Context: an optimization exercise on an open-source flow, tuned for small area and a short achievable clock period. The choices shown serve that exercise and are no tape-out recipe.
In this exercise RTL edits were held to simulation tests only and were not proved equivalent to the original.
Power figures rest on the tool's default switching activity, not on a simulated workload.

$ cat run.sh
#!/bin/bash
# synth_recipe.tcl (not shown) runs the flow's synth.tcl, then flattens the netlist and writes it again
# the make line also repeats each setting of config.mk as NAME=value (left out here)
make -C /OpenROAD-flow-scripts/flow DESIGN_CONFIG=/design/flow/config.mk WORK_HOME=/design/flow/orfs CLKGATE_MAP_FILE= SYNTH_SCRIPT=/design/flow/synth_recipe.tcl finish
$ cat config.mk
export PLATFORM = sky130hd
export DESIGN_NAME = fcvtn_unit
export DESIGN_NICKNAME = fcvtn_unit
export VERILOG_FILES = /design/flow/design.v
export SDC_FILE = /design/flow/constraint.sdc
export NUM_CORES = 4
export LEC_CHECK = 0
export ABC_AREA = 1
export CAP_MARGIN = 20
export CORE_MARGIN = 2
export CORE_UTILIZATION = 25
export PLACE_DENSITY = 0.35
export SLEW_MARGIN = 20
$ cat constraint.sdc
create_clock -name core_clock -period 20.0 [get_ports {clk}]
set_input_delay 4.0000 -clock core_clock [delete_from_list [all_inputs] [get_ports {clk}]]
set_output_delay 4.0000 -clock core_clock [all_outputs]
set_load 0.01 [all_outputs]
$ cat design.v
module fcvtn_lane (
    input  wire [31:0] x,        
    input  wire        fiz,
    input  wire        foz,
    input  wire        sgn,      
    input  wire        eb0,      
    input  wire        mb0,      
    input  wire        pol0,     
    input  wire        pol2,     
    input  wire        rne,
    input  wire        rna,
    input  wire        rup,
    input  wire        rdn,
    input  wire [7:0]  bb,       
    input  wire [2:0]  bm1,      
    input  wire [3:0]  bp,       
    input  wire [7:0]  hmask,    
    input  wire [7:0]  maxcode,  
    input  wire [7:0]  cnan,     
    input  wire [7:0]  ova,      
    input  wire        ova_s,    
    input  wire [7:0]  sone,     
    input  wire [7:0]  emask,    
    output wire [7:0]  code,     
    output reg  [3:0]  flags,    
    output wire        is_nan,   
    output wire        kill,     
    output wire [30:0] mag       
);
    wire        s    = x[31];
    wire [7:0]  ex8  = x[30:23];
    wire [22:0] fr   = x[22:0];
    wire        ez   = ~|ex8;
    wire        e1   = &ex8;
    wire        s0   = |fr[14:0];
    wire        fnz  = s0 | (|fr[22:15]);
    wire        nan  = e1 & fnz;
    wire        snan = nan & ~fr[22];
    wire        inf  = e1 & ~fnz;
    wire        zero = ez & (~fnz | fiz);
    assign is_nan = nan;
    assign kill   = nan | (ez & fiz);
    assign mag    = x[30:0];
    wire [8:0]  sd  = {1'b0, ex8[7:1], ex8[0] | ez} + {1'b0, bb} + 9'd1;
    wire        big = ~eb0 & sd[8] & (|sd[7:0]) & ~ez;
    wire [4:0]  t   = {1'b0, bp} - {1'b0, sd[3:0]};
    wire        dh0 = (sd[8:4] == 5'b10000);
    wire        dhm = (sd[8:4] == 5'b01111);
    wire        sat = ~sd[8] & ~dhm;                      
    wire        neg = (sd[8] & ~dh0) | (dh0 & t[4]);      
    wire        fsat = sat | (dhm & ~t[4]);               
    wire [3:0]  a   = big ? {1'b0, bm1} : (fsat ? 4'd15 : t[3:0]);
    wire [15:0] w   = {big ? sd[7:0] : {7'd0, ~ez}, fr[22:15]};
    wire [15:0] x8  = a[3] ? {8'd0, w[15:8]} : w;
    wire [11:0] x4  = a[2] ? x8[15:4] : x8[11:0];
    wire [9:0]  x2  = a[1] ? x4[11:2] : x4[9:0];
    wire [8:0]  o   = a[0] ? x2[9:1]  : x2[8:0];
    wire        st  = s0 | (a[3] & |w[7:0]) | (a[2] & |x8[3:0]) | (a[1] & |x4[1:0]) | (a[0] & x2[0]);
    wire [7:0]  n   = o[8:1];
    wire        g   = o[0];
    wire        nhi = (big & |(sd[7:0] & hmask)) | (eb0 & neg);
    wire        inex = g | st;
    wire        n0   = n[0] | (big & mb0);
    wire        up   = (rne & g & (st | n0)) | (rna & g) | (rup & inex & ~s) | (rdn & inex & s);
    wire        away = rne | rna | (rup & ~s) | (rdn & s);
    reg         gt, ge;
    integer     i;
    always @* begin
        gt = 1'b0;
        ge = 1'b1;
        for (i = 0; i < 8; i = i + 1) begin
            gt = (n[i] & ~maxcode[i]) | ((n[i] | ~maxcode[i]) & gt);
            ge = (n[i] & ~maxcode[i]) | ((n[i] | ~maxcode[i]) & ge);
        end
    end
    wire        ovf  = nhi | gt | (up & ge);
    wire [7:0]  cf   = n + {7'd0, up};
    wire        cz   = ~nhi & ~|n & ~up;
    wire        tiny = ~nhi & ~|(cf & emask);
    wire        flush = foz & ~eb0 & tiny & ~cz;
    wire        fin    = ~e1 & ~zero;
    wire        negbad = ~sgn & s & ~zero & ~nan;
    wire        ovff   = fin & ovf;
    wire        selo   = ~negbad & (inf | (ovff & away));
    wire        selm   = ~negbad & ovff & ~away;
    wire        selc   = ~negbad & fin & ~ovf & ~flush;
    wire [7:0]  mg     = ({8{nan}} & cnan) | ({8{selo}} & ova) | ({8{selm}} & maxcode) | ({8{selc}} & cf);
    wire        sa     = s & ~nan & ~(selo & ~ova_s);
    assign code = mg | ({8{sa}} & sone);
    wire        negz = negbad & ~inf & cz;
    wire        finr = ~negbad & fin & ~ovf;
    always @* begin
        flags[3] = (nan & (snan | pol0)) | (negbad & ~negz);
        flags[2] = ~negbad & ~nan & ((inf & ~pol2) | ovff);
        flags[1] = negz | (finr & ((inex & (eb0 ? cz : tiny)) | flush));
        flags[0] = negz | (~negbad & ovff) | (finr & (inex | flush));
    end
endmodule
module fcvtn_predec (
    input  wire [31:0] ent,
    input  wire [5:0]  rmode,
    output wire [12:0] pd    
);
    wire [2:0] eb  = ent[3:1];
    wire [2:0] mb  = ent[6:4];
    wire [2:0] rm  = rmode[2:0];
    wire       eb0 = (eb == 3'd0);
    wire [2:0] bm1 = eb0 ? (3'd0 - mb) : (3'd7 - mb);         
    wire [3:0] bp  = eb0 ? 4'd7 : (4'd8 - {1'b0, mb});        
    assign pd = {rm == 3'd3, rm == 3'd2, rm == 3'd4, rm == 3'd0, mb == 3'd0, eb0, bm1, bp};
endmodule
module fcvtn_unit (
    input  wire         clk,
    input  wire         rst,         
    input  wire         in_valid,
    input  wire [511:0] in_x,        
    input  wire [31:0]  in_ent,      
    input  wire [5:0]   in_rmode,    
    output reg          out_valid,
    output reg  [127:0] out_vd,      
    output reg  [3:0]   out_flags,   
    output reg  [30:0]  out_amax,    
    output reg          out_nan      
);
    reg         v_q;
    reg [511:0] x_q;
    reg [17:0]  ent_q;
    reg [5:3]   rmode_q;
    reg [12:0]  pd_q;
    wire [12:0] pd_in;
    fcvtn_predec u_pd (.ent(in_ent), .rmode(in_rmode), .pd(pd_in));
    always @(posedge clk) begin
        if (rst)
            v_q <= 1'b0;
        else
            v_q <= in_valid;
        x_q     <= in_x;
        ent_q   <= in_ent[17:0];
        rmode_q <= in_rmode[5:3];
        pd_q    <= pd_in;
    end
    wire       sgn  = ent_q[0];
    wire [2:0] eb   = ent_q[3:1];
    wire [2:0] mb   = ent_q[6:4];
    wire [7:0] bias = ent_q[15:8];
    wire [1:0] pol  = ent_q[17:16];
    wire       fiz  = rmode_q[3];
    wire       foz  = rmode_q[4];
    wire       satn = rmode_q[5];
    wire       eb0  = pd_q[7];
    wire       mb0  = pd_q[8];
    wire [2:0] bm1  = pd_q[6:4];
    wire [3:0] bp   = pd_q[3:0];
    wire       pol0 = (pol == 2'd0);
    wire       pol1 = (pol == 2'd1);
    wire       pol2 = (pol == 2'd2);
    wire [7:0] bb    = {~bias[7], bias[6:0]};
    wire [3:0] base  = {1'b0, bm1} + 4'd1;
    wire [7:0] hmask = 8'hFF << base;
    wire [3:0] k     = {3'd0, sgn} + {1'b0, eb} + {1'b0, mb};
    wire [3:0] emb   = {1'b0, eb} + {1'b0, mb};
    wire [8:0] allm9 = (9'd1 << emb) - 9'd1;
    wire [7:0] allm  = allm9[7:0];
    wire [7:0] mone  = 8'd1 << mb;
    wire [7:0] eones = ((8'd1 << eb) - 8'd1) << mb;
    wire [7:0] maxcode = pol0 ? allm : pol1 ? allm - 8'd1 : allm - mone;
    wire [7:0] cnan    = pol1 ? allm : pol2 ? (eones | (8'd1 << (mb - 3'd1))) : 8'd0;
    wire       nsat    = pol1 & ~satn;
    wire [7:0] ova     = pol2 ? eones : nsat ? cnan : maxcode;
    wire       ova_s   = ~nsat;
    wire [7:0] sone    = sgn ? (8'd1 << (k - 4'd1)) : 8'd0;
    wire [7:0] emask   = 8'hFF << mb;
    wire       rne = pd_q[9];
    wire       rna = pd_q[10];
    wire       rup = pd_q[11];
    wire       rdn = pd_q[12];
    wire [127:0] vd;
    wire [63:0]  lflags;
    wire [15:0]  lnan;
    wire [15:0]  lkill;
    wire [495:0] lmag;
    genvar i;
    generate
        for (i = 0; i < 16; i = i + 1) begin : g_lane
            fcvtn_lane u_lane (
                .x(x_q[32*i +: 32]), .fiz(fiz), .foz(foz), .sgn(sgn),
                .eb0(eb0), .mb0(mb0), .pol0(pol0), .pol2(pol2),
                .rne(rne), .rna(rna), .rup(rup), .rdn(rdn),
                .bb(bb), .bm1(bm1), .bp(bp), .hmask(hmask), .maxcode(maxcode), .cnan(cnan),
                .ova(ova), .ova_s(ova_s), .sone(sone), .emask(emask),
                .code(vd[8*i +: 8]), .flags(lflags[4*i +: 4]),
                .is_nan(lnan[i]), .kill(lkill[i]), .mag(lmag[31*i +: 31])
            );
        end
    endgenerate
    reg [3:0] flags_all;
    integer j;
    always @* begin
        flags_all = 4'd0;
        for (j = 0; j < 16; j = j + 1)
            flags_all = flags_all | lflags[4*j +: 4];
    end
    function automatic gtf(input [30:0] a, input [30:0] b);
        integer n;
        begin
            gtf = 1'b0;
            for (n = 0; n < 31; n = n + 1)
                gtf = (a[n] & ~b[n]) | ((a[n] | ~b[n]) & gtf);
        end
    endfunction
    wire [247:0] a1v;
    wire [7:0]   a1k;
    wire [123:0] a2v;
    wire [3:0]   a2k;
    generate
        for (i = 0; i < 8; i = i + 1) begin : g_a1
            wire [30:0] va = lmag[31*(2*i) +: 31];
            wire [30:0] vb = lmag[31*(2*i+1) +: 31];
            wire        ka = lkill[2*i];
            wire        kb = lkill[2*i+1];
            wire        sb = ~kb & (ka | gtf(vb, va));
            assign a1v[31*i +: 31] = sb ? vb : va;
            assign a1k[i] = ka & kb;
        end
        for (i = 0; i < 4; i = i + 1) begin : g_a2
            wire [30:0] va = a1v[31*(2*i) +: 31];
            wire [30:0] vb = a1v[31*(2*i+1) +: 31];
            wire        ka = a1k[2*i];
            wire        kb = a1k[2*i+1];
            wire        sb = ~kb & (ka | gtf(vb, va));
            assign a2v[31*i +: 31] = sb ? vb : va;
            assign a2k[i] = ka & kb;
        end
    endgenerate
    reg         v_m;
    reg [127:0] vd_m;
    reg [3:0]   flags_m;
    reg         nan_m;
    reg [123:0] a2v_m;
    reg [3:0]   a2k_m;
    always @(posedge clk) begin
        if (rst)
            v_m <= 1'b0;
        else
            v_m <= v_q;
        vd_m    <= vd;
        flags_m <= flags_all;
        nan_m   <= |lnan;
        a2v_m   <= a2v;
        a2k_m   <= a2k;
    end
    wire [61:0]  a3v;
    wire [1:0]   a3k;
    generate
        for (i = 0; i < 2; i = i + 1) begin : g_a3
            wire [30:0] va = a2v_m[31*(2*i) +: 31];
            wire [30:0] vb = a2v_m[31*(2*i+1) +: 31];
            wire        ka = a2k_m[2*i];
            wire        kb = a2k_m[2*i+1];
            wire        sb = ~kb & (ka | gtf(vb, va));
            assign a3v[31*i +: 31] = sb ? vb : va;
            assign a3k[i] = ka & kb;
        end
    endgenerate
    wire        sb4  = ~a3k[1] & (a3k[0] | gtf(a3v[61:31], a3v[30:0]));
    wire [30:0] amax = (a3k[0] & a3k[1]) ? 31'd0 : sb4 ? a3v[61:31] : a3v[30:0];
    always @(posedge clk) begin
        if (rst)
            out_valid <= 1'b0;
        else
            out_valid <= v_m;
        out_vd    <= vd_m;
        out_flags <= flags_m;
        out_amax  <= amax;
        out_nan   <= nan_m;
    end
endmodule
==> flow_metrics.env <==
export IMPL_critPathMaxStageDelay_ns=0.67
export IMPL_fin_crit_sh_pct=47.94
export IMPL_netlist_area_um2=64580
export IMPL_finalWirelength_um=366000
export IMPL_antenna_found_initial=98
export IMPL_die_area_um2=262400
export IMPL_dieWidth_um=512.3
export IMPL_p_leak_nw=37.32
export IMPL_maxUsedRoutingLayer="met5"
export IMPL_finalHoldViolations=0
export IMPL_syn_instance_count=9822
export IMPL_tightestPinTransition_ns=1.241
export IMPL_numCtsBuffers=112
export IMPL_reg2reg_depth=37
export IMPL_hpwl_um=298300
export IMPL_wl_met3_um=22580
export IMPL_async_reset_ff_share_pct=0
export IMPL_ys_flop_type="dfxtp_1"
export IMPL_synth_nets=10660
export IMPL_synth_edf_count=0
export IMPL_hold_class="reg2reg"
export IMPL_setup_violations=0
export IMPL_slew_viol_final=0
export IMPL_nets=11330
export IMPL_ys_types=81
export IMPL_postCtsHoldBufs=0
export IMPL_finalSetupTns_ns=0
export IMPL_track_usage_pct=26.83
export IMPL_yosysWarnings=2
export IMPL_drive_gt1_share_pct=6.398
export IMPL_wl_met2_um=168700
export IMPL_route_detailed_drc=0
export IMPL_portBuffers=702
export IMPL_cts_max_level=3
export IMPL_core_area_um2=256900
export IMPL_synth_top_area_share_pct=30.16
export IMPL_cts_sink_count=973
export IMPL_wl_per_cell_um=26.13
export IMPL_synth_area_leader_cell="dfxtp_1"
export IMPL_m1WireLength_um=158700
export IMPL_ys_seq_area_share_pct=30.16
export IMPL_path_class="reg2reg"
export IMPL_vias=71150
export IMPL_postCtsSetupRepairBufs=0
export IMPL_grt_setup_unrepaired="false"
export IMPL_start_util_pct=25.14
export IMPL_cts_tree="yes"
export IMPL_synthToLayoutAreaGrowth_pct=23.28
export IMPL_max_slew_margin_rel_pct=16.96
export IMPL_cts_buffer_depth=3
export IMPL_fp_dieH_um=512.3
export IMPL_pre_cts_ws_ns=10.70
export IMPL_finalPower_mw=9.798
export IMPL_status="timing/DRC/antenna clean"
export IMPL_grt_pass1_wl_um=508200
export IMPL_drtPass1Iterations=6
export IMPL_hold_end="out_vd[110]$_DFF_P_"
export IMPL_first_global_vias=68370
export IMPL_root_buffer="clkbuf_16"
export IMPL_clk_pin_slew_worst_paths_ns=0.07
export IMPL_powerDensity_nw_per_um2=123.1
export IMPL_cp_max_fo=11
export IMPL_worst_r2r_setup_slack_ns=10.41
export IMPL_place_gp_congestion=0.9885
export IMPL_viasPerCell=5.080
export IMPL_clock_fmax_mhz=104.3
export IMPL_finClkSkew_ns=0.08902
export IMPL_arrival_ns=10.22
export IMPL_std_cell_rows=186
export IMPL_fin_crit_ns=9.588
export IMPL_slowest_stage="o21ai_1"
export IMPL_synth_area_per_cell_um2=6.575
export IMPL_crit_required_ns=20.63
export IMPL_ant_nets=0
export IMPL_synth_seq_cells=973
export IMPL_maxCapViolCount=0
export IMPL_min_path_cells=0
export IMPL_reg2reg_to="flags_m[1]$_DFF_P_"
export IMPL_worst_slack_ns=10.41
export IMPL_end_kind="register"
export IMPL_worstHoldStart="vd_m[110]$_DFF_P_"
export IMPL_post_cts_resized=0
export IMPL_drt_iter0_drc=6159
export IMPL_grt_max_degree=63
export IMPL_synth_area_top_cells="dfxtp_1 (30%), nand2_1 (14%), inv_1 (9.6%)"
export IMPL_clk_latency_ns=0.84
export IMPL_pin_count=718
export IMPL_overflow=0
export IMPL_reg2reg_from="x_q[220]$_DFF_P_"
export IMPL_peakVddDrop_mv=0.1184
export IMPL_holdWs_ns=0.3067
export IMPL_cp_start_kind="register"
==> cells in the mapped netlist, types with 12 or more instances <==
library cell / count
mux2i_1: 35
buf_4: 17
o31ai_1: 13
xnor2_1: 61
inv_2: 67
a221oi_1: 30
ha_1: 248
nand2_2: 36
nand4_1: 108
a31oi_1: 35
buf_6: 13
a22oi_1: 31
buf_2: 64
a21oi_1: 382
a21oi_2: 12
xor2_1: 126
nand3b_1: 35
o21ai_2: 15
dfxtp_1: 973
o22ai_1: 442
nand2_1: 2327
o22ai_2: 12
a21o_1: 28
clkbuf_1: 181
fa_1: 35
o2111ai_1: 20
nor2_1: 516
nand3_1: 452
nor3_1: 108
inv_1: 1646
o221ai_1: 180
o211ai_1: 30
a22o_1: 15
nor4_1: 161
o21a_1: 13
or2_1: 31
and2_1: 23
clkinv_1: 20
o21ai_0: 860
o21ai_1: 153
or2_2: 119
==> worst max path at each step <==
stage                           from                  to  slack, ns  depth (start not counted)
global placement    x_q[220]$_DFF_P_  flags_m[1]$_DFF_P_      10.83                         37
floorplan           ent_q[9]$_DFF_P_  flags_m[1]$_DFF_P_      13.07                         38
global route        x_q[220]$_DFF_P_  flags_m[1]$_DFF_P_       9.78                         38
finish              x_q[220]$_DFF_P_  flags_m[1]$_DFF_P_      10.41                         37
CTS                 x_q[220]$_DFF_P_  flags_m[1]$_DFF_P_      10.64                         37
detailed placement  x_q[220]$_DFF_P_  flags_m[1]$_DFF_P_      10.70                         37
==> logic make-up (layout without fill, tap and decap cells) <==
logic type      after synthesis  count (layout)  share of synthesized area (%)
other cells                   0              41                              0
xor+xnor                    188             188                          2.561
flops                       973             973                          30.16
compound gates             2363            2363                          22.19
simple gates               3961            3961                          26.52
mux                          35              35                         0.5425
fa+ha+maj                   283             283                          5.890
buf+inv                    2019            2779                          12.14
==> layer usage <==
metal,track usage (%),vias up
met4,9.861,88
met3,4.651,650
met2,44.92,2591
met5,0,-
met1,34.31,33690
li1,-,34130
==> power by group <==
group	switching [mW]	internal, mW
Sequential	0.235	2.38
Combinational	3.48	1.60
Clock	0.899	1.21
Total	4.61	5.19
==> area by class of cell <==
class,instances,area [um2]
Inverter,1736,6523
Antenna cell,41,102.6
Fill cell,28340,177300
Sequential cell,973,19480
Tap cell,3384,4234
Multi-Input combinational cell,6830,37420
Clock inverter,56,680.7
Timing Repair Buffer,838,8048
Clock buffer,149,3122
==> metrics by stage <==
stage,instance area (um2),instances,util (%)
after floorplan,64580,9822,-
after global placement,75690,13760,29.46
after detailed placement,75700,13760,29.46
final,79610,14010,30.99
after CTS,79500,13970,30.94
after global routing,79560,13990,30.97
==> flip-flops by register name (all words and copies together), names as in the netlist <==
| name | cells |
|---|---|
| v_q | 1 |
| out_vd | 128 |
| a2v_m | 124 |
| out_nan | 1 |
| ent_q | 17 |
| nan_m | 1 |
| flags_m | 4 |
| out_valid | 1 |
| pd_q | 13 |
| vd_m | 128 |
| out_flags | 4 |
| v_m | 1 |
| x_q | 512 |
| a2k_m | 4 |
| rmode_q | 3 |
| out_amax | 31 |
==> placed cells by master, fill, tap and decap left out, types with 40 or more instances in the layout <==
cell,netlist,routed
or2_2,119,119
inv_1,1646,1640
nand2_2,36,40
clkdlybuf4s50_1,0,702
nand4_1,108,108
clkbuf_16,0,112
inv_2,67,73
nor4_1,161,161
o21ai_1,153,152
dfxtp_1,973,969
o22ai_1,442,442
xor2_1,126,126
nor3_1,108,105
a21oi_1,382,380
buf_4,17,135
o21ai_0,860,856
xnor2_1,61,61
nor2_1,516,512
nand3_1,452,452
ha_1,248,248
diode_2,0,41
nand2_1,2327,2322
o221ai_1,180,180
==> worst max-delay path, delay by kind of cell (launching register included) <==
kind | cells | cell delay [ns]
AO/OA/AOI/OAI | 12 | 3.90
AND/OR/NAND/NOR | 14 | 2.55
adder cells (fa/ha/maj) | 4 | 1.07
buffers and inverters | 5 | 0.85
XOR/XNOR | 2 | 0.69
flip-flops | 1 | 0.32

what the ideal ports hide:
The flow's constraints put no driver on any port. The routed layout listed below was extracted and timed again, unchanged, in two steps.
Step 1 (the two cells are an assumption about what drives the block):
set clk [get_ports {clk}]
set_driving_cell -lib_cell sky130_fd_sc_hd__clkbuf_16 $clk
set_driving_cell -lib_cell sky130_fd_sc_hd__buf_2 [delete_from_list [all_inputs] $clk]
Step 2 moves the port delays by t, midway between the first and last clock arrival at a register: inputs arrive t later, outputs are due t later. That takes back most of the time a late clock gives input paths.
Slacks: ideal / step 1 / step 2; pairs: ideal / step 1.
t, ns: 0.898
setup slack, ns: 10.412 / 10.412 / 10.412
worst hold slack (ns): 0.307 / 0.307 / 0.307
worst setup path after step 2: register to register
slew at the worst register clock pin (ns): 0.08 / 0.08
After both steps setup and hold are still met in this run. The setup slack of this run moves by 0.000 ns with the drivers and by 0.000 ns with both steps.
